Background: an optimization exercise with open tools, aiming at small area, a short achievable clock period and few clock cycles per item. Do not read the settings as production practice. Function was not checked in any run shown here: the RTL went through the layout flow alone. Power is estimated from default activity; no workload was simulated.

===== flow/config.mk =====
export PLATFORM = sky130hd
export DESIGN_NAME = exact_sum
export DESIGN_NICKNAME = exact_sum
export VERILOG_FILES = /design/flow/design.v
export SDC_FILE = /design/flow/constraint.sdc
export NUM_CORES = 8
export LEC_CHECK = 0
export CAP_MARGIN = 20
export CORE_MARGIN = 2
export CORE_UTILIZATION = 40
export SLEW_MARGIN = 20

===== flow/constraint.sdc =====
create_clock -name core_clock -period 15.0 [get_ports {clk}]
set_input_delay 3.0000 -clock core_clock [delete_from_list [all_inputs] [get_ports {clk}]]
set_output_delay 3.0000 -clock core_clock [all_outputs]
set_load 0.01 [all_outputs]

===== flow/standard.sh =====
#!/bin/bash
# synth_recipe.tcl (not shown) runs the flow's synth.tcl, then flattens the netlist and writes it again
# the make line also repeats each setting of config.mk as NAME=value (left out here)
make -C /OpenROAD-flow-scripts/flow DESIGN_CONFIG=/design/flow/config.mk WORK_HOME=/design/flow/orfs CLKGATE_MAP_FILE= SYNTH_SCRIPT=/design/flow/synth_recipe.tcl "${@:-finish}"

===== flow/flow/run.sh =====
#!/bin/bash
# Standard synthesis, then the standard layout steps with repair_timing asked
# for a larger setup margin (the SDC, period and IO constraints are unchanged),
# larger clock sink clusters and no dummy clock loads.
set -e
bash standard.sh synth > synth.log 2>&1
bash standard.sh SETUP_SLACK_MARGIN=11 "CTS_ARGS=-sink_clustering_enable -repair_clock_nets -dont_use_dummy_load -sink_clustering_size 30 -sink_clustering_max_diameter 80" finish > layout.log 2>&1

===== flow/design.v =====
module exact_sum (
    input  wire        clk,
    input  wire        rst,
    input  wire        in_valid,
    output wire        in_ready,
    input  wire [31:0] in_data,
    input  wire [1:0]  in_dtype,
    input  wire        in_last,
    output wire        out_valid,
    input  wire        out_ready,
    output wire [31:0] out_data
);
    integer i;
    reg        rdy;
    reg        r0_v;
    reg        r0_s;        
    reg [4:0]  r0_q;        
    reg [2:0]  r0_r;        
    reg        r0_h;        
    reg [22:0] r0_f;        
    reg        r0_em;       
    reg        r0_fz;       
    reg [1:0]  r0_t;
    reg        r0_l;
    assign in_ready = rdy_o;
    wire take = in_valid & rdy;
    wire        i16  = (in_dtype == 2'd2);
    wire        ib16 = (in_dtype == 2'd1);
    wire [7:0]  ie32 = in_data[30:23];
    wire [7:0]  ie16b = in_data[14:7];
    wire [4:0]  ie16 = in_data[14:10];
    wire        iz32 = (ie32 == 8'd0), iz16b = (ie16b == 8'd0), iz16 = (ie16 == 5'd0);
    wire [7:0]  is32 = iz32 ? 8'd0 : ie32 - 8'd1;
    wire [7:0]  is16b = iz16b ? 8'd0 : ie16b - 8'd1;
    wire [4:0]  is16 = iz16 ? 5'd0 : ie16 - 5'd1;
    wire [22:0] i_f  = i16 ? {in_data[9:0], 13'd0} : ib16 ? {in_data[6:0], 16'd0} : in_data[22:0];
    wire        fz32 = (in_data[22:0] == 23'd0), fz16b = (in_data[6:0] == 7'd0), fz16 = (in_data[9:0] == 10'd0);
    wire        em32 = (ie32 == 8'hff), em16b = (ie16b == 8'hff), em16 = (ie16 == 5'h1f);
    wire        i_ez = i16 ? iz16 : ib16 ? iz16b : iz32;
    always @(posedge clk) begin
        if (rdy) begin
            r0_s    <= (i16 || ib16) ? in_data[15] : in_data[31];
            r0_q    <= i16 ? 5'd14 + {3'd0, is16[4:3]} : ib16 ? is16b[7:3] : is32[7:3];
            r0_r    <= i16 ? is16[2:0] : ib16 ? is16b[2:0] : is32[2:0];
            r0_h    <= !i_ez;
            r0_f    <= i_f;
            r0_em   <= i16 ? em16 : ib16 ? em16b : em32;
            r0_fz   <= i16 ? fz16 : ib16 ? fz16b : fz32;
            r0_t    <= in_dtype;
            r0_l    <= in_last;
        end
    end
    wire        c_sgn  = r0_s;
    wire        c_nan  = r0_em & !r0_fz;
    wire        c_inf  = r0_em & r0_fz;
    wire        c_skip = r0_em | (!r0_h & r0_fz);
    wire [23:0] c_m    = {r0_h, r0_f};
    wire [4:0]  c_q    = r0_q;
    wire [2:0]  c_r    = r0_r;
    wire        c_neg  = c_sgn & !c_skip;
    reg  [23:0] c_lo;
    always @(*) begin
        c_lo[0] = 1'b0;
        for (i = 1; i < 24; i = i + 1)
            c_lo[i] = c_lo[i-1] | c_m[i-1];
    end
    wire [24:0] c_v   = {c_neg, c_m ^ ({24{c_neg}} & c_lo)};
    wire [31:0] c_E   = {{7{c_v[24]}}, c_v} << c_r;
    reg        f_open;       
    reg        f_wempty;     
    reg        f_slow;       
    reg [4:0]  f_base;       
    reg [5:0]  f_cnt;        
    wire [5:0] c_df     = {1'b0, c_q} - {1'b0, f_base};
    wire       c_first  = !f_open;
    wire       c_wempty = c_first | f_wempty;
    wire       c_inrng  = !c_df[5] && (c_df[4:0] <= 5'd2) && (f_cnt != 6'd63);
    wire       c_spill  = !c_skip && !c_wempty && !c_inrng;
    wire       c_rebase = !c_skip && (c_wempty || !c_inrng);
    wire       c_q0     = (c_q == 5'd0);
    wire [4:0] c_qm1    = c_q0 ? 5'd0 : c_q - 5'd1;
    wire [4:0] c_base   = c_rebase ? c_qm1 : f_base;
    wire [1:0] c_o      = c_rebase ? {1'b0, !c_q0} : c_df[1:0];
    wire [5:0] c_cnt    = c_rebase ? 6'd1 : c_first ? 6'd0 : (f_cnt + {5'd0, !c_skip});
    wire       c_slow   = (!c_first & f_slow) | c_spill;
    reg        a_v;
    reg [31:0] a_e;
    reg        a_skip;
    reg [1:0]  a_o;
    reg        a_clr, a_first, a_spill, a_last, a_slowlast;
    reg [4:0]  a_base;
    reg [1:0]  a_dt;
    reg        a_nan, a_pinf, a_ninf;
    localparam [2:0] RS_IDLE = 3'd0, RS_GCLR = 3'd1, RS_SPILL = 3'd2,
                     RS_FSPILL = 3'd3, RS_SCAN = 3'd4, RS_CAP = 3'd5;
    reg [2:0]   rs;
    reg         rs_act;
    reg [5:0]   pos;
    reg [303:0] ring;
    reg         rc;
    reg         sfin_req;       
    wire pos0  = (pos == 6'd0);
    wire pos37 = (pos == 6'd37);
    wire act   = (rs != RS_IDLE) && (rs_act || pos0);
    wire rdone = act && pos37;
    reg [55:0] W;
    reg [4:0]  W_base;
    reg [1:0]  set_dt;
    reg        s_nan, s_pinf, s_ninf;
    reg        cap_fast;
    reg        acons;           
    wire [55:0] a_es = {{24{a_e[31]}}, a_e};
    reg  [2:0]  wsel;           
    reg         wclr;           
    wire [55:0] addend = ({56{wsel[0]}} & a_es) | ({56{wsel[1]}} & {a_es[47:0], 8'd0}) |
                         ({56{wsel[2]}} & {a_es[39:0], 16'd0});
    wire        cap_slow;
    wire [55:0] rwin;
    wire [55:0] wsum;
    sk_add #(.N(56)) u_wadd (.a(wclr ? 56'd0 : W), .b(addend), .s(wsum));
    wire [55:0] W_nx   = cap_slow ? rwin : wsum;
    reg  [1:0] pcnt;                  
    reg  o_v;
    reg  rdy_o, o_vo;                 
    wire out_take = o_v & out_ready;
    wire adv0       = r0_v && (!a_v || acons);
    wire spill_done = (rs == RS_SPILL) && rdone;
    wire fin_start  = acons && a_last && a_slowlast;
    reg [2:0] rs_nx;
    always @(*) begin
        rs_nx = rs;
        case (rs)
            RS_GCLR:   if (rdone) rs_nx = RS_IDLE;
            RS_IDLE:   if (sfin_req) rs_nx = RS_FSPILL;
                       else if (a_v && a_spill) rs_nx = RS_SPILL;
            RS_SPILL:  if (rdone) rs_nx = RS_IDLE;
            RS_FSPILL: if (rdone) rs_nx = RS_SCAN;
            RS_SCAN:   if (rdone) rs_nx = RS_CAP;
            RS_CAP:    if (rdone) rs_nx = RS_IDLE;
            default:   rs_nx = RS_IDLE;
        endcase
    end
    wire r0v_nx     = take || (r0_v && !adv0);
    wire av_nx      = adv0 || (a_v && !acons);
    wire aspill_nx  = adv0 ? c_spill : (a_spill && !spill_done);
    wire aslowl_nx  = adv0 ? (r0_l && c_slow) : a_slowlast;
    wire alast_nx   = adv0 ? r0_l : a_last;
    wire [1:0] pcnt_nx = pcnt + {1'b0, acons && a_last} - {1'b0, out_take};
    wire pinc       = acons && a_last;
    wire full_nt    = pcnt[1] || pcnt[0] || pinc;              
    wire full_t     = pcnt[1] || (pcnt[0] && pinc);           
    wire acons_b    = av_nx && !aspill_nx &&
                      (((rs_nx == RS_IDLE) && !fin_start) ||
                       ((rs_nx == RS_GCLR) && !aslowl_nx));
    wire acons_0    = acons_b && !(alast_nx && full_nt);
    wire acons_1    = acons_b && !(alast_nx && full_t);
    wire acons_nx   = out_take ? acons_1 : acons_0;
    wire r0_hold    = r0_v && !adv0;
    wire rdy_t0     = !av_nx || acons_0;                       
    wire rdy_t1     = !av_nx || acons_1;
    wire rdy_n0     = !r0_hold || rdy_t0;                      
    wire rdy_n1     = !r0_hold || rdy_t1;
    wire rdy_nx     = take ? (out_take ? rdy_t1 : rdy_t0) : (out_take ? rdy_n1 : rdy_n0);
    wire [1:0] ao_nx    = adv0 ? c_o : a_o;
    wire       askip_nx = adv0 ? c_skip : a_skip;
    wire       aclr_nx  = adv0 ? c_first : (spill_done || a_clr);
    always @(posedge clk) begin
        if (rst) begin
            rdy      <= 1'b1;
            r0_v     <= 1'b0;
            pcnt     <= 2'd0;
            rdy_o    <= 1'b1;
            acons    <= 1'b0;
            sfin_req <= 1'b0;
        end else begin
            rdy      <= rdy_nx;
            r0_v     <= r0v_nx;
            pcnt     <= pcnt_nx;
            rdy_o    <= in_valid && rdy ? (out_take ? rdy_t1 : rdy_t0) : (out_take ? rdy_n1 : rdy_n0);
            acons    <= acons_nx;
            sfin_req <= fin_start;
        end
        wsel[0] <= !rst && acons_nx && !askip_nx && (ao_nx == 2'd0);
        wsel[1] <= !rst && acons_nx && !askip_nx && (ao_nx == 2'd1);
        wsel[2] <= !rst && acons_nx && !askip_nx && (ao_nx == 2'd2);
        wclr    <= !rst && acons_nx && aclr_nx;
    end
    always @(posedge clk) begin
        if (rst) begin
            f_open   <= 1'b0;
            f_wempty <= 1'b1;
            f_slow   <= 1'b0;
            f_cnt    <= 6'd0;
            a_v      <= 1'b0;
        end else begin
            if (adv0) begin
                f_open   <= !r0_l;
                f_wempty <= c_wempty & c_skip;
                f_slow   <= c_slow;
                f_base   <= c_base;
                f_cnt    <= c_cnt;
            end
            a_v <= av_nx;
        end
        if (adv0) begin
            a_e        <= c_E;
            a_skip     <= c_skip;
            a_o        <= c_o;
            a_clr      <= c_first;
            a_first    <= c_first;
            a_spill    <= c_spill;
            a_last     <= r0_l;
            a_slowlast <= r0_l && c_slow;
            a_base     <= c_base;
            a_dt       <= r0_t;
            a_nan      <= c_nan;
            a_pinf     <= c_inf & !c_sgn;
            a_ninf     <= c_inf & c_sgn;
        end else if (spill_done) begin
            a_spill <= 1'b0;
            a_clr   <= 1'b1;
        end
    end
    reg        w_ovr;       
    reg        w_bz;
    reg [5:0]  bwin;
    reg        ssign, bzacc;
    always @(posedge clk) begin
        W <= W_nx;
        if (cap_slow) begin
            W_base <= bwin[4:0];
            w_bz   <= !pos0 && bzacc;
        end
        if (rst)           w_ovr <= 1'b0;
        else if (cap_slow) w_ovr <= 1'b1;
        else if (acons)    w_ovr <= 1'b0;
        if (acons) begin
            W_base <= a_base;
            set_dt <= a_dt;
            s_nan  <= (!a_first & s_nan)  | a_nan;
            s_pinf <= (!a_first & s_pinf) | a_pinf;
            s_ninf <= (!a_first & s_ninf) | a_ninf;
        end
        if (rst) cap_fast <= 1'b0;
        else     cap_fast <= (acons && a_last && !a_slowlast) || cap_slow;
    end
    wire [5:0] pos_nx    = pos37 ? 6'd0 : pos + 6'd1;
    wire       rs_act_nx = act && !pos37;
    wire       act_nx    = (rs_nx != RS_IDLE) && (rs_act_nx || (pos_nx == 6'd0));
    reg  [6:0] rel;           
    wire       spilling = act && ((rs == RS_SPILL) || (rs == RS_FSPILL));
    reg  [7:0] nwdig;
    always @(*) begin
        case (rel[2:0])
            3'd0:    nwdig = W[7:0];
            3'd1:    nwdig = W[15:8];
            3'd2:    nwdig = W[23:16];
            3'd3:    nwdig = W[31:24];
            3'd4:    nwdig = W[39:32];
            3'd5:    nwdig = W[47:40];
            3'd6:    nwdig = W[55:48];
            default: nwdig = {8{W[55]}};
        endcase
    end
    wire [7:0] addd = (!spilling || rel[6]) ? 8'd0 : (rel <= 7'd6) ? nwdig : {8{W[55]}};
    wire [7:0] din      = ring[303:296];
    wire [8:0] sum9     = {1'b0, din} + {1'b0, addd} + {8'd0, spilling && !pos0 && rc};
    wire       zero_wr  = act && ((rs == RS_GCLR) || (rs == RS_CAP));
    wire [7:0] rg0      = zero_wr ? 8'd0 : sum9[7:0];
    reg  [5:0] hz, ho;
    wire       scanning = act && (rs == RS_SCAN);
    wire       capping  = act && (rs == RS_CAP);
    wire       dnz = (din != 8'd0);
    wire       dno = (din != 8'hff);
    wire [5:0] hz_f = dnz ? pos : (pos0 ? 6'd0 : hz);
    wire [5:0] ho_f = dno ? pos : (pos0 ? 6'd0 : ho);
    wire [5:0] kk   = din[7] ? ho_f : hz_f;
    assign     cap_slow = capping && (pos == bwin);
    always @(posedge clk) begin
        ring     <= {ring[295:0], rg0};
        rc       <= sum9[8];
        rel      <= {1'b0, pos_nx} - {2'b0, W_base};
        if (scanning) begin
            hz <= hz_f;
            ho <= ho_f;
            if (pos37) begin
                ssign <= din[7];
                bwin  <= (kk < 6'd5) ? 6'd0 : kk - 6'd5;
            end
        end
        if (capping)
            bzacc <= (pos0 ? 1'b0 : bzacc) | (dnz && (pos < bwin));
        if (rst) begin
            rs     <= RS_GCLR;
            rs_act <= 1'b0;
            pos    <= 6'd0;
        end else begin
            rs     <= rs_nx;
            rs_act <= rs_act_nx;
            pos    <= pos_nx;
        end
    end
    assign rwin = {{8{ssign}}, ring[263:256], ring[271:264], ring[279:272],
                   ring[287:280], ring[295:288], ring[303:296]};
    wire        sg  = W[55];
    wire        bz  = w_ovr & w_bz;
    wire [55:0] U   = W ^ {{24{W[55]}}, {16{W[54]}}, {16{W[53]}}};
    reg [4:0] pm;     
    reg [6:0] k0;     
    reg [7:0] kp;     
    reg [4:0] toff;   
    always @(*) begin
        case (set_dt)
            2'd1:    begin pm = 5'd7;  k0 = 7'd16;  kp = 8'd23;  toff = 5'd17; end
            2'd2:    begin pm = 5'd10; k0 = 7'd125; kp = 8'd135; toff = 5'd14; end
            default: begin pm = 5'd23; k0 = 7'd0;   kp = 8'd23;  toff = 5'd1;  end
        endcase
    end
    wire signed [9:0] base8 = {2'd0, W_base, 3'd0};
    wire signed [9:0] dlim  = {2'd0, kp} - base8;             
    reg  [6:0] dnzv;
    reg  [2:0] dpos [0:6];
    reg  [6:0] dsub;
    reg  [6:0] dt_n [0:6];
    reg  signed [9:0] dval;
    always @(*) begin
        for (i = 0; i < 7; i = i + 1) begin
            dnzv[i] = (U[8*i +: 8] != 8'd0);
            dpos[i] = U[8*i+7] ? 3'd7 : U[8*i+6] ? 3'd6 : U[8*i+5] ? 3'd5 :
                      U[8*i+4] ? 3'd4 : U[8*i+3] ? 3'd3 : U[8*i+2] ? 3'd2 :
                      U[8*i+1] ? 3'd1 : 3'd0;
            dval    = {4'd0, i[2:0], dpos[i]};
            dsub[i] = (dval < dlim);
            dt_n[i] = {1'b0, i[2:0], dpos[i]} + {2'd0, toff};
        end
    end
    reg [2:0] ld;
    always @(*) begin
        ld = dnzv[6] ? 3'd6 : dnzv[5] ? 3'd5 : dnzv[4] ? 3'd4 : dnzv[3] ? 3'd3 :
             dnzv[2] ? 3'd2 : dnzv[1] ? 3'd1 : 3'd0;
    end
    wire              uz    = (dnzv == 7'd0);
    wire [5:0]        lw    = {ld, dpos[ld]};
    wire              sub   = uz ? !dlim[9] : dsub[ld];
    wire signed [9:0] tsub  = {3'd0, k0} + 10'sd24 - base8;
    wire [6:0]        tnorm = uz ? 7'd23 - {2'd0, pm} : dt_n[ld];
    wire [6:0]        tt    = !sub ? tnorm : (tsub > 10'sd81) ? 7'd81 : tsub[6:0];
    reg         p1_v;
    reg [55:0]  p1_w;
    wire        p1_sg = p1_w[55];
    reg         p1_bz, p1_rz, p1_sub;
    reg [6:0]   p1_t;
    reg [6:0]   p1_lx;
    reg [4:0]   p1_b;
    reg [1:0]   p1_dt;
    reg         p1_nan, p1_pinf, p1_ninf;
    always @(posedge clk) begin
        if (rst) p1_v <= 1'b0;
        else     p1_v <= cap_fast;
        p1_w    <= W;
        p1_bz   <= bz;
        p1_rz   <= !sg && uz && !bz;
        p1_sub  <= sub;
        p1_t    <= tt;
        p1_lx   <= uz ? 7'h7f : {1'b0, lw};
        p1_b    <= W_base;
        p1_dt   <= set_dt;
        p1_nan  <= s_nan;
        p1_pinf <= s_pinf;
        p1_ninf <= s_ninf;
    end
    wire [80:0] x0  = {p1_w, 25'd0};
    wire [80:0] x1  = p1_t[6] ? {{64{p1_sg}}, x0[80:64]} : x0;
    wire        s1  = p1_t[6] & (x0[63:0] != 64'd0);
    wire [80:0] x2  = p1_t[5] ? {{32{p1_sg}}, x1[80:32]} : x1;
    wire        s2  = p1_t[5] & (x1[31:0] != 32'd0);
    wire [80:0] x3  = p1_t[4] ? {{16{p1_sg}}, x2[80:16]} : x2;
    wire        s3  = p1_t[4] & (x2[15:0] != 16'd0);
    wire [80:0] x4  = p1_t[3] ? {{8{p1_sg}}, x3[80:8]} : x3;
    wire        s4  = p1_t[3] & (x3[7:0] != 8'd0);
    wire [80:0] x5  = p1_t[2] ? {{4{p1_sg}}, x4[80:4]} : x4;
    wire        s5  = p1_t[2] & (x4[3:0] != 4'd0);
    wire [80:0] x6  = p1_t[1] ? {{2{p1_sg}}, x5[80:2]} : x5;
    wire        s6  = p1_t[1] & (x5[1:0] != 2'd0);
    wire [80:0] x7f = p1_t[0] ? {p1_sg, x6[80:1]} : x6;
    wire        s7  = p1_t[0] & x6[0];
    wire [24:0] x7  = x7f[24:0];
    wire [24:0] fu   = x7 ^ {25{p1_sg}};
    wire        g0   = fu[0];
    wire [23:0] kept = fu[24:1];
    wire        ls   = !p1_bz && !(s1 | s2 | s3 | s4 | s5 | s6 | s7);
    wire        lg   = ls && !x7[0];
    wire        rinc = p1_sg ? (lg || ((g0 ^ ls) && (!ls || kept[0])))
                             : (g0 && (!ls || kept[0]));
    reg [7:0] q_kp;
    reg [7:0] q_emax;
    always @(*) begin
        case (p1_dt)
            2'd2:    begin q_kp = 8'd135; q_emax = 8'd31;  end
            default: begin q_kp = 8'd23;  q_emax = 8'd255; end
        endcase
    end
    wire signed [10:0] rexp = p1_sub ? 11'sd0 :
                              {3'd0, p1_b, 3'd0} + {{4{p1_lx[6]}}, p1_lx} - {3'd0, q_kp};
    wire signed [10:0] emx = {3'd0, q_emax};
    wire        p2_v    = p1_v;
    wire [23:0] p2_k    = kept;
    wire        p2_inc  = rinc;
    wire        p2_sg   = p1_sg;
    wire        p2_rz   = p1_rz;
    wire [7:0]  p2_e    = rexp[7:0];
    wire        p2_ge0  = (rexp >= emx);
    wire        p2_ge1  = (rexp >= emx - 11'sd1);
    wire        p2_ge2  = (rexp >= emx - 11'sd2);
    wire [1:0]  p2_dt   = p1_dt;
    wire        p2_nan  = p1_nan;
    wire        p2_pinf = p1_pinf;
    wire        p2_ninf = p1_ninf;
    wire [24:0] m1 = {1'b0, p2_k} + {24'd0, p2_inc};
    reg  [1:0]  mhi;     
    always @(*) begin
        case (p2_dt)
            2'd1:    mhi = m1[8:7];
            2'd2:    mhi = m1[11:10];
            default: mhi = m1[24:23];
        endcase
    end
    wire [7:0] ef  = (mhi == 2'd0) ? p2_e : (mhi == 2'd1) ? p2_e + 8'd1 : p2_e + 8'd2;
    wire       ovf = (mhi == 2'd0) ? p2_ge0 : (mhi == 2'd1) ? p2_ge1 : p2_ge2;
    reg [31:0] result;
    always @(*) begin
        case (p2_dt)
            2'd1: begin
                if (p2_nan || (p2_pinf && p2_ninf)) result = 32'h0000_7FC0;
                else if (p2_pinf)                  result = 32'h0000_7F80;
                else if (p2_ninf)                  result = 32'h0000_FF80;
                else if (p2_rz)                    result = 32'h0000_0000;
                else if (ovf)                      result = {16'd0, p2_sg, 15'h7F80};
                else                               result = {16'd0, p2_sg, ef[7:0], m1[6:0]};
            end
            2'd2: begin
                if (p2_nan || (p2_pinf && p2_ninf)) result = 32'h0000_7E00;
                else if (p2_pinf)                  result = 32'h0000_7C00;
                else if (p2_ninf)                  result = 32'h0000_FC00;
                else if (p2_rz)                    result = 32'h0000_0000;
                else if (ovf)                      result = {16'd0, p2_sg, 15'h7C00};
                else                               result = {16'd0, p2_sg, ef[4:0], m1[9:0]};
            end
            default: begin
                if (p2_nan || (p2_pinf && p2_ninf)) result = 32'h7FC0_0000;
                else if (p2_pinf)                  result = 32'h7F80_0000;
                else if (p2_ninf)                  result = 32'hFF80_0000;
                else if (p2_rz)                    result = 32'h0000_0000;
                else if (ovf)                      result = {p2_sg, 31'h7F80_0000};
                else                               result = {p2_sg, ef[7:0], m1[22:0]};
            end
        endcase
    end
    reg [31:0] o_d;
    always @(posedge clk) begin
        if (rst) begin
            o_v  <= 1'b0;
            o_vo <= 1'b0;
        end else begin
            o_v  <= p2_v || (o_v && !out_ready);
            o_vo <= !(!p2_v && !(o_vo && !out_ready));
        end
        if (p2_v && (!o_v || out_ready)) o_d <= result;
    end
    assign out_valid = o_vo;
    assign out_data  = o_d;
endmodule
module sk_add #(parameter N = 56) (
    input  wire [N-1:0] a,
    input  wire [N-1:0] b,
    output wire [N-1:0] s
);
    localparam L = 6;    
    reg [N-1:0] g [0:L];
    reg [N-1:0] p [0:L];
    integer l, i, j;
    always @(*) begin
        g[0] = a & b;
        p[0] = a ^ b;
        for (l = 0; l < L; l = l + 1) begin
            for (i = 0; i < N; i = i + 1) begin
                if ((i >> l) & 1) begin
                    j = ((i >> l) << l) - 1;
                    g[l+1][i] = g[l][i] | (p[l][i] & g[l][j]);
                    p[l+1][i] = p[l][i] & p[l][j];
                end else begin
                    g[l+1][i] = g[l][i];
                    p[l+1][i] = p[l][i];
                end
            end
        end
    end
    assign s = p[0] ^ {g[L][N-2:0], 1'b0};
endmodule

==> reports/summary.txt, run 1 <==
Post-synth EDFFs: 151
Xor/xnor cell area share of the yosys netlist: 3.10%
Die height: 290 um
Buf+Inv Stages, Crit Path: 2
Synth warn: 6
CTS tree: yes
Clk slew on worst S/H paths: 0.10 ns
Final core utilization: 46.3%
Startpoint Class: register
Slew Limit Fails: 0
Initial antenna violation count: 0
Largest net degree at the start of global routing: 67
First-pass GRT wire length: 144000 um
Compound-Gate Fraction of Synth Area: 19.4%
Synth Cell Area: 32800 sq um
Layout cells sized above 1: 14.9%
CP Data Arrival Time: 6.16 ns
Lkg Pwr: 0.0151 uW
Crit-path cells: nor4_1, nand3_1, o21ai_0, a21oi_1, nor2_1, a21oi_1, nor3_1, o221ai_1, nor2_1, a21oi_2, xnor2_1, ha_2, and2_4, or4b_4, buf_6, a21oi_2, a2111o_1, nor4_4, buf_4, or3_4, a211o_4, o31a_1, a221o_1
R2R Path Start: p1_w[46]
PwrDens: 187 nW/um^2
Normalized max-slew margin: 31.3%
Top cells by area, synth: dfxtp_1 (30%), edfxtp_1 (14%), ha_1 (5.5%)
CTS Buffer Depth: 3
Post-Synth Simple-Gate Area: 16.5%
Worst-margin pin slew: 1.03 ns
Post-synthesis adder-cell area fraction: 6.41%
PortBufs: 72
Area taken by multi-input logic gates: 18100 sq um
DR DRC count: 0
Final min period: 5.86 ns
Synth unique cells: 110
CTS root buf: clkbuf_16
Dpl hpwl: 65300 um
Post-route ant nets: 0
Final nets: 3732
Worst setup EP type: register
1st-iter DRT viols: 2080
Final hold violation count: 0
Ant. Diodes: 0
Hold Crit Start: ring[139]
CTS H-tree depth: 2
Power, Total: 6990 uW
Highest-delay cell along the critical path: nor4_1
CP Class: register to register
Effective utilization at floorplan: 40.5%
Die Width: 290 um
Min-delay worst type: register to register
Crit Reg-Reg Endpoint: o_d[11]
Core area: 80800 sq um
Worst IR Drop VDD: 87.4 uV
Yosys top cell by area: dfxtp_1
Reg2reg path depth: 23
Syn avg cell area: 9.43 sq um
Outcome: complete, no violations
Mux cell area share after synthesis: 6.29%
CP Max Fanout: 7
Drt wl/cell: 20.3 um
Vias/cell: 5.81
Period utilization: 39.1%
Final Skew: 0.0887 ns
Final Setup Violations: 0
DRT Pass-1 Iters: 7
Worst Path Required: 15.30 ns
Total track usage: 21.3%
Reg area: 14400 sq um
Worst hold stages: 0
Fmax: 0.171 GHz
GPL Wtd Cong: 0.966
Mapped Nets: 3671
Rows: 104
Total of fill cells in the finished design: 7743
Max_cap viols: 0
Drt total wl: 93000 um
Sequential share of the synthesized area: 43.9%
Syn Inst Count: 3474
Max incr delay on CP: 0.67 ns
Worst skew pair latency: 0.62 ns
Share of the synthesized area in the top cell type: 30.0%
Worst R2R Setup Slack: 9.14 ns
Vias: 26.7k
Top FF cell, synth: dfxtp_1
Setup tns final: 0 ns
Yosys reg bits: 642
Vias in the first global route: 24.9k
Hold endpoint: ring[147]
Overflow after GRT: 0
Largest family of logic cells by synthesized area: compound AO/OA/AOI/OAI gates
Hold_buf cts: 0
Num CTS Buffers: 37
Ys async rst share: 0%
Num ports: 73
Die ar.: 84200 sq um
RSZ-0062 raised after global routing: true
Area grow syn2layout: 14.3%
Clock sink total: 642
Worst path top cell family by delay: simple AND/OR/NAND/NOR gates
## power by group
part | leakage, uW | internal (uW) | switching, uW
registers | 0.00545 | 1970 | 344
clock network | 0.000456 | 440 | 526
logic | 0.00921 | 1540 | 2170
## logic make-up (layout without fill, tap and decap cells)
group                      Yosys count  in the layout
buffers and inverters              351            407
and+or+nand+nor                   1109           1111
muxes                              178            178
DFF                                642            642
xor gates and xnor gates           116            116
adders and majority gates          159            159
AOI/OAI and AO/OA                  919            920
## cell usage after synthesis, types with 15 or more instances
| master | n |
|---|---|
| or3_1 | 30 |
| a21oi_1 | 191 |
| nand3b_1 | 21 |
| xor2_1 | 38 |
| and2_1 | 38 |
| fa_1 | 15 |
| o31ai_1 | 36 |
| a21o_1 | 55 |
| edfxtp_1 | 151 |
| clkbuf_1 | 137 |
| o21ai_0 | 176 |
| buf_2 | 23 |
| a222oi_1 | 15 |
| nand4_1 | 18 |
| mux2_2 | 46 |
| a31oi_1 | 29 |
| dfxtp_1 | 491 |
| a22o_1 | 36 |
| nor2_1 | 291 |
| ha_1 | 143 |
| nor4_1 | 42 |
| nand2b_1 | 30 |
| o22ai_1 | 43 |
| nor2b_1 | 80 |
| and3_1 | 25 |
| or2_2 | 17 |
| nand3_1 | 76 |
| inv_1 | 156 |
| nand2_1 | 301 |
| a221oi_1 | 20 |
| a22oi_1 | 23 |
| nor3_1 | 85 |
| o221ai_1 | 23 |
| mux2i_1 | 111 |
| o211ai_1 | 32 |
| xnor2_1 | 78 |
| o21a_1 | 29 |
| mux4_2 | 17 |
| a211oi_1 | 30 |
## area by class of cell
cell class	count	share of cell area [%]
tap	1060	3.54
inverter	163	1.76
clock buffer	37	2.47
timing repair buffer	206	5.53
multi-input combinational	2484	48.2
sequential	642	38.5
timing repair inverter	1	0.0134
## per-stage QoR
stage               area [sq um]  std cells  setup slack (ns)  hold WS, ns
global route               37400       4593              8.97        0.252
detailed placement         34500       4453              7.90        0.312
CTS                        36700       4553              9.25        0.256
global placement           34500       4453              7.91        0.310
floorplan                  33100       3474              9.52        0.310
finish                     37400       4593              9.14        0.257
## sequential cells by signal, summed over array words and instances, names as in the netlist, 7 cells and up
register and cells:
rel 7, r0_f 23, ring 304, p1_t 7
a_e 32, p1_w 56, p1_lx 7, W 56
o_d 32
## metal layers
layer / vias up / track usage [%] / part of all wire (%)
met3: 180 / 2.41 / 5.8
met2: 890 / 34.7 / 46
li1: 12795 / - / -
met1: 12803 / 29.4 / 45
met4: 0 / 7.22 / 3.6
met5: - / 0 / 0
## worst max-delay path by stage
| stage | start | endpoint | slack (ns) | depth (start not counted) |
|---|---|---|---|---|
| after floorplan | p1_t[5] | o_d[11] | 9.52 | 26 |
| after detailed placement | p1_t[5] | o_d[13] | 7.90 | 19 |
| after CTS | p1_t[6] | o_d[11] | 9.25 | 22 |
| final | p1_w[46] | o_d[11] | 9.14 | 23 |
| after global placement | p1_t[5] | o_d[13] | 7.91 | 19 |
| after global routing | p1_t[6] | o_d[11] | 8.97 | 22 |
## placed cells by master (no fill, tap or decap), types with 18 or more instances in the layout
cell type          n
nand2b_1          29
dfxtp_1          477
edfxtp_1         151
inv_1            146
o31ai_1           32
o221ai_1          19
o22ai_1           42
a31oi_1           26
nor4_1            35
xor2_1            38
a211oi_1          27
and3_1            24
buf_4             96
nor3_1            73
a21o_1            54
mux2i_1          106
o21a_1            28
clkbuf_16         38
ha_1             132
nor2b_1           76
nor2_1           276
or3_1             25
and2_1            33
a22oi_1           21
mux2_2            45
nand3_1           75
xnor2_1           77
a22o_1            35
buf_2             35
nand3b_1          21
a21oi_1          175
nand4_1           18
o211ai_1          32
clkdlybuf4s50_1   21
o21ai_0          159
nand2_1          291
## repair_timing
action | in CTS | in global routing
cloned | 15 | 1
pin swaps | 45 | 56
endpoints found under the setup margin | 188 | 112
gates resized for setup | 345 | 107
buffers inserted | 48 | 38
==> inputs of run 2 (changes only) <==
--- a/flow/design.v
+++ b/flow/design.v
@@ -114,9 +114,13 @@
     reg         wclr;           
+    reg  [5:0]  csel;           
+    wire [7:0]  din;
+    wire        ssg;
+    wire [55:0] rdig   = {{8{csel[0] & ssg}}, {8{csel[5]}} & din, {8{csel[4]}} & din,
+                          {8{csel[3]}} & din, {8{csel[2]}} & din, {8{csel[1]}} & din,
+                          {8{csel[0]}} & din};
     wire [55:0] addend = ({56{wsel[0]}} & a_es) | ({56{wsel[1]}} & {a_es[47:0], 8'd0}) |
-                         ({56{wsel[2]}} & {a_es[39:0], 16'd0});
+                         ({56{wsel[2]}} & {a_es[39:0], 16'd0}) | rdig;
     wire        cap_slow;
-    wire [55:0] rwin;
-    wire [55:0] wsum;
-    sk_add #(.N(56)) u_wadd (.a(wclr ? 56'd0 : W), .b(addend), .s(wsum));
-    wire [55:0] W_nx   = cap_slow ? rwin : wsum;
+    wire [55:0] W_nx;
+    sk_add #(.N(56)) u_wadd (.a(wclr ? 56'd0 : W), .b(addend), .s(W_nx));
     reg  [1:0] pcnt;                  
@@ -149,4 +153,4 @@
     wire pinc       = acons && a_last;
-    wire full_nt    = pcnt[1] || pcnt[0] || pinc;              
-    wire full_t     = pcnt[1] || (pcnt[0] && pinc);           
+    wire full_nt    = pcnt[1] || (pcnt[0] && pinc);           
+    wire full_t     = pcnt[1] && pinc;                        
     wire acons_b    = av_nx && !aspill_nx &&
@@ -185,3 +189,4 @@
         wsel[2] <= !rst && acons_nx && !askip_nx && (ao_nx == 2'd2);
-        wclr    <= !rst && acons_nx && aclr_nx;
+        wclr    <= !rst && ((acons_nx && aclr_nx) || csel_nx[0]);
+        csel    <= rst ? 6'd0 : csel_nx;
     end
@@ -244,3 +249,3 @@
         if (rst) cap_fast <= 1'b0;
-        else     cap_fast <= (acons && a_last && !a_slowlast) || cap_slow;
+        else     cap_fast <= (acons && a_last && !a_slowlast) || cap_last;
     end
@@ -249,2 +254,8 @@
     wire       act_nx    = (rs_nx != RS_IDLE) && (rs_act_nx || (pos_nx == 6'd0));
+    wire [5:0] bwin_nx;
+    wire [5:0] csel_nx;
+    genvar gj;
+    generate for (gj = 0; gj < 6; gj = gj + 1) begin : g_csel
+        assign csel_nx[gj] = act_nx && (rs_nx == RS_CAP) && (pos_nx == bwin_nx + gj);
+    end endgenerate
     reg  [6:0] rel;           
@@ -265,3 +276,3 @@
     wire [7:0] addd = (!spilling || rel[6]) ? 8'd0 : (rel <= 7'd6) ? nwdig : {8{W[55]}};
-    wire [7:0] din      = ring[303:296];
+    assign     din      = ring[303:296];
     wire [8:0] sum9     = {1'b0, din} + {1'b0, addd} + {8'd0, spilling && !pos0 && rc};
@@ -278,2 +289,5 @@
     assign     cap_slow = capping && (pos == bwin);
+    wire       cap_last = capping && (pos == bwin + 6'd5);
+    assign     bwin_nx  = (scanning && pos37) ? ((kk < 6'd5) ? 6'd0 : kk - 6'd5) : bwin;
+    assign     ssg      = ssign;
     always @(posedge clk) begin
@@ -302,4 +316,2 @@
     end
-    assign rwin = {{8{ssign}}, ring[263:256], ring[271:264], ring[279:272],
-                   ring[287:280], ring[295:288], ring[303:296]};
     wire        sg  = W[55];
@@ -405,15 +417,28 @@
     wire signed [10:0] emx = {3'd0, q_emax};
-    wire        p2_v    = p1_v;
-    wire [23:0] p2_k    = kept;
-    wire        p2_inc  = rinc;
-    wire        p2_sg   = p1_sg;
-    wire        p2_rz   = p1_rz;
-    wire [7:0]  p2_e    = rexp[7:0];
-    wire        p2_ge0  = (rexp >= emx);
-    wire        p2_ge1  = (rexp >= emx - 11'sd1);
-    wire        p2_ge2  = (rexp >= emx - 11'sd2);
-    wire [1:0]  p2_dt   = p1_dt;
-    wire        p2_nan  = p1_nan;
-    wire        p2_pinf = p1_pinf;
-    wire        p2_ninf = p1_ninf;
+    reg         p2_v;
+    reg [23:0]  p2_k;
+    reg         p2_inc, p2_sg, p2_rz;
+    reg [7:0]   p2_e;
+    reg         p2_ge0, p2_ge1, p2_ge2;
+    reg [1:0]   p2_dt;
+    reg         p2_nan, p2_pinf, p2_ninf;
+    wire p2_blk = p2_v && o_v && !out_ready;
+    always @(posedge clk) begin
+        if (rst)          p2_v <= 1'b0;
+        else if (!p2_blk) p2_v <= p1_v;
+    end
+    always @(posedge clk) if (!p2_blk) begin
+        p2_k    <= kept;
+        p2_inc  <= rinc;
+        p2_sg   <= p1_sg;
+        p2_rz   <= p1_rz;
+        p2_e    <= rexp[7:0];
+        p2_ge0  <= (rexp >= emx);
+        p2_ge1  <= (rexp >= emx - 11'sd1);
+        p2_ge2  <= (rexp >= emx - 11'sd2);
+        p2_dt   <= p1_dt;
+        p2_nan  <= p1_nan;
+        p2_pinf <= p1_pinf;
+        p2_ninf <= p1_ninf;
+    end
     wire [24:0] m1 = {1'b0, p2_k} + {24'd0, p2_inc};
==> run 2 against run 1 <==
Power down 16%. Sequential share of layout area up 4.4 points. Clock power about the same. Register-to-register slack better by 1.8 ns. Critical path type is now register to output port. Worst hold slack improved by 0.030 ns. Die area up 0.95%. Global-route usage decreased by 2.2 points. Flip-flop and latch count grew 50. Still clean.
==> reports/summary.txt, run 2 <==
Outcome: complete, no violations
Crit Reg-Reg Endpoint: csel[2]
GPL Wtd Cong: 0.917
Hold endpoint: ring[131]
Num ports: 73
Top FF cell, synth: dfxtp_1
Worst path top cell family by delay: flip-flops
Most common cell in the synthesized netlist: dfxtp_1
Crit-path cells: buf_2
Max incr delay on CP: 0.38 ns
Biggest regs: ring x304, W x56, p1_w x56
CTS H-tree depth: 2
Final Skew: 0.0741 ns
Commonest non-fill, non-tap cell in the layout: dfxtp_1
Share of the synthesized area in the top cell type: 30.1%
Drt wl/cell: 18.8 um
CP Class: register to output port
Reg2reg path depth: 17
Vias: 24.4k
Die height: 292 um
Vias in the first global route: 22.9k
RSZ-0062 raised after global routing: true
Synth unique cells: 115
Highest-delay cell along the critical path: edfxtp_1
Num CTS Buffers: 37
DRT Pass-1 Iters: 5
CP Max Fanout: 1
Fmax: 0.243 GHz
R2R Path Start: ring[298]
Worst setup EP type: output port
Placed Area: 34800 sq um
Largest Register: ring
Final hold violation count: 0
Setup tns final: 0 ns
Lkg Pwr: 0.0150 uW
Synth Cell Area: 33100 sq um
Sequential share of the synthesized area: 47.8%
Total track usage: 19.1%
Pre-CTS setup slack: 9.78 ns
Synth cell count leaders: dfxtp_1 (498), nand2_1 (285), nor2_1 (229)
Final Worst Setup Slack: 10.88 ns
Die ar.: 85000 sq um
Largest net degree at the start of global routing: 66
Drt total wl: 83500 um
Final min period: 4.12 ns
Area grow syn2layout: 12.1%
Worst R2R Setup Slack: 10.99 ns
Die Width: 292 um
Total of fill cells in the finished design: 7775
Yosys top cell by area: dfxtp_1
Rows: 105
Top cells by area, synth: dfxtp_1 (30%), edfxtp_1 (18%), ha_1 (5.6%)
Vias/cell: 5.52
CTS root buf: clkbuf_16
Period utilization: 27.5%
1st-iter DRT viols: 1840
Core area: 82000 sq um
Syn avg cell area: 10.0 sq um
Mapped Nets: 3505
CTS tree: yes
Slew Limit Fails: 0
Post-route ant nets: 0
First-pass GRT wire length: 130000 um
Worst skew pair latency: 0.60 ns
Clk slew on worst S/H paths: 0.10 ns
Dpl hpwl: 60300 um
Overflow after GRT: 0
Initial antenna violation count: 0
Most frequent cells in the layout: dfxtp_1 (468), nand2_1 (277), nor2_1 (221), edfxtp_1 (194), o21ai_0 (192)
Ant. Diodes: 0
Final nets: 3563
Worst Path Required: 12.00 ns
Buf+Inv Stages, Crit Path: 1
Normalized max-slew margin: 38.5%
PortBufs: 72
Inst Count DP: 4311
Worst hold stages: 0
Max FFs per register: 304
Min-delay worst type: register to register
Final Setup Violations: 0
Startpoint Class: register
Hold Crit Start: ring[123]
Worst-margin pin slew: 0.899 ns
CTS Buffer Depth: 3
Worst IR Drop VDD: 87.8 uV
Fin cells: 4429
Effective utilization at floorplan: 40.3%
PwrDens: 159 nW/um^2
Syn Inst Count: 3303
Clock sink total: 692
Post-synth EDFFs: 194
DR DRC count: 0
Yosys reg bits: 692
Ys async rst share: 0%
Layout cells sized above 1: 13.6%
Max_cap viols: 0
Synth warn: 6
Final Cell Area: 37100 sq um
Final core utilization: 45.2%
CP Data Arrival Time: 1.12 ns
run 2: metrics by stage:
stage	hold WS [ns]	power [uW]
after floorplan	0.310	4170
after global placement	0.310	4800
after detailed placement	0.312	4810
after CTS	0.272	5830
after global routing	0.286	6250
final	0.286	5880
run 2: how the worst max path moves through the flow:
stage | startpoint | endpoint | slack (ns) | cells past startpoint
5_1_grt | out_ready | wsel[0] | 10.83 | 11
4_1_cts | o_d[5] | out_data[5] | 10.84 | 1
3_5_place_dp | out_ready | wsel[0] | 9.78 | 11
2_1_floorplan | out_ready | wsel[1] | 10.60 | 9
6_report | o_d[5] | out_data[5] | 10.88 | 1
3_3_place_gp | out_ready | wsel[2] | 9.78 | 11
run 2: repair_timing:
action	in CTS	in global routing
hold buffers	0	0
setup endpoints to repair	167	106
gates cloned	2	0
pin swaps	29	54
gates resized for setup	259	114
setup buffers	44	35
run 2: cell families after synthesis:
group	Yosys count	synth area share [%]
xor+xnor	153	4.05
flops	692	47.8
buf+inv	305	3.76
mux	205	6.91
fa+ha+maj	163	6.51
compound gates	793	16.2
simple gates	992	14.8
run 2: power breakdown:
group | total (uW) | switching [uW] | internal (uW)
sequential | 2620 | 384 | 2230
clock | 1000 | 559 | 441
combinational | 2260 | 1280 | 978
total | 5880 | 2220 | 3650
run 2: final cells by class:
type,instances,area [sq um],area share (%)
Tap cell,1070,1340,3.61
Multi-Input combinational cell,2306,16800,45.5
Inverter,146,568,1.53
Sequential cell,692,15900,42.8
Timing Repair Buffer,178,1520,4.10
Clock buffer,37,926,2.50
run 2: per-layer routing:
| metal | global-route usage (%) | up-vias | share of wire, % |
|---|---|---|---|
| met5 | 0 | - | 0 |
| met4 | 6.36 | 0 | 3.3 |
| met3 | 2.39 | 152 | 4.8 |
| met2 | 31.5 | 623 | 47 |
| met1 | 26.0 | 11611 | 45 |
| li1 | - | 12051 | - |

-- afterwards: timing with drivers on the ports --
In the flow no input, the clock included, has a driving cell. The finished layouts below were timed again as built, in two steps.
Step 1: set_driving_cell puts a clkbuf_16 on clk and a buf_2 on each other input, an assumption about the parent block.
Step 2, shift: input delay + t, output delay - t, t = (earliest + latest rising clock arrival at the registers) / 2. This alone moves slack from input paths to output paths.
a / b / c = ideal / step 1 / step 2; a / b = the first two.
run	shift t [ns]	setup WS [ns]	slew at the worst register clock pin (ns)
run 1	0.632	9.141 / 9.141 / 9.141	0.11 / 0.11
run 2	0.623	10.880 / 10.819 / 10.343	0.11 / 0.11
After both steps every run listed still meets setup and hold. The setup slack of run 2, which loses most, moves by -0.061 ns with the drivers and by -0.537 ns with both steps.
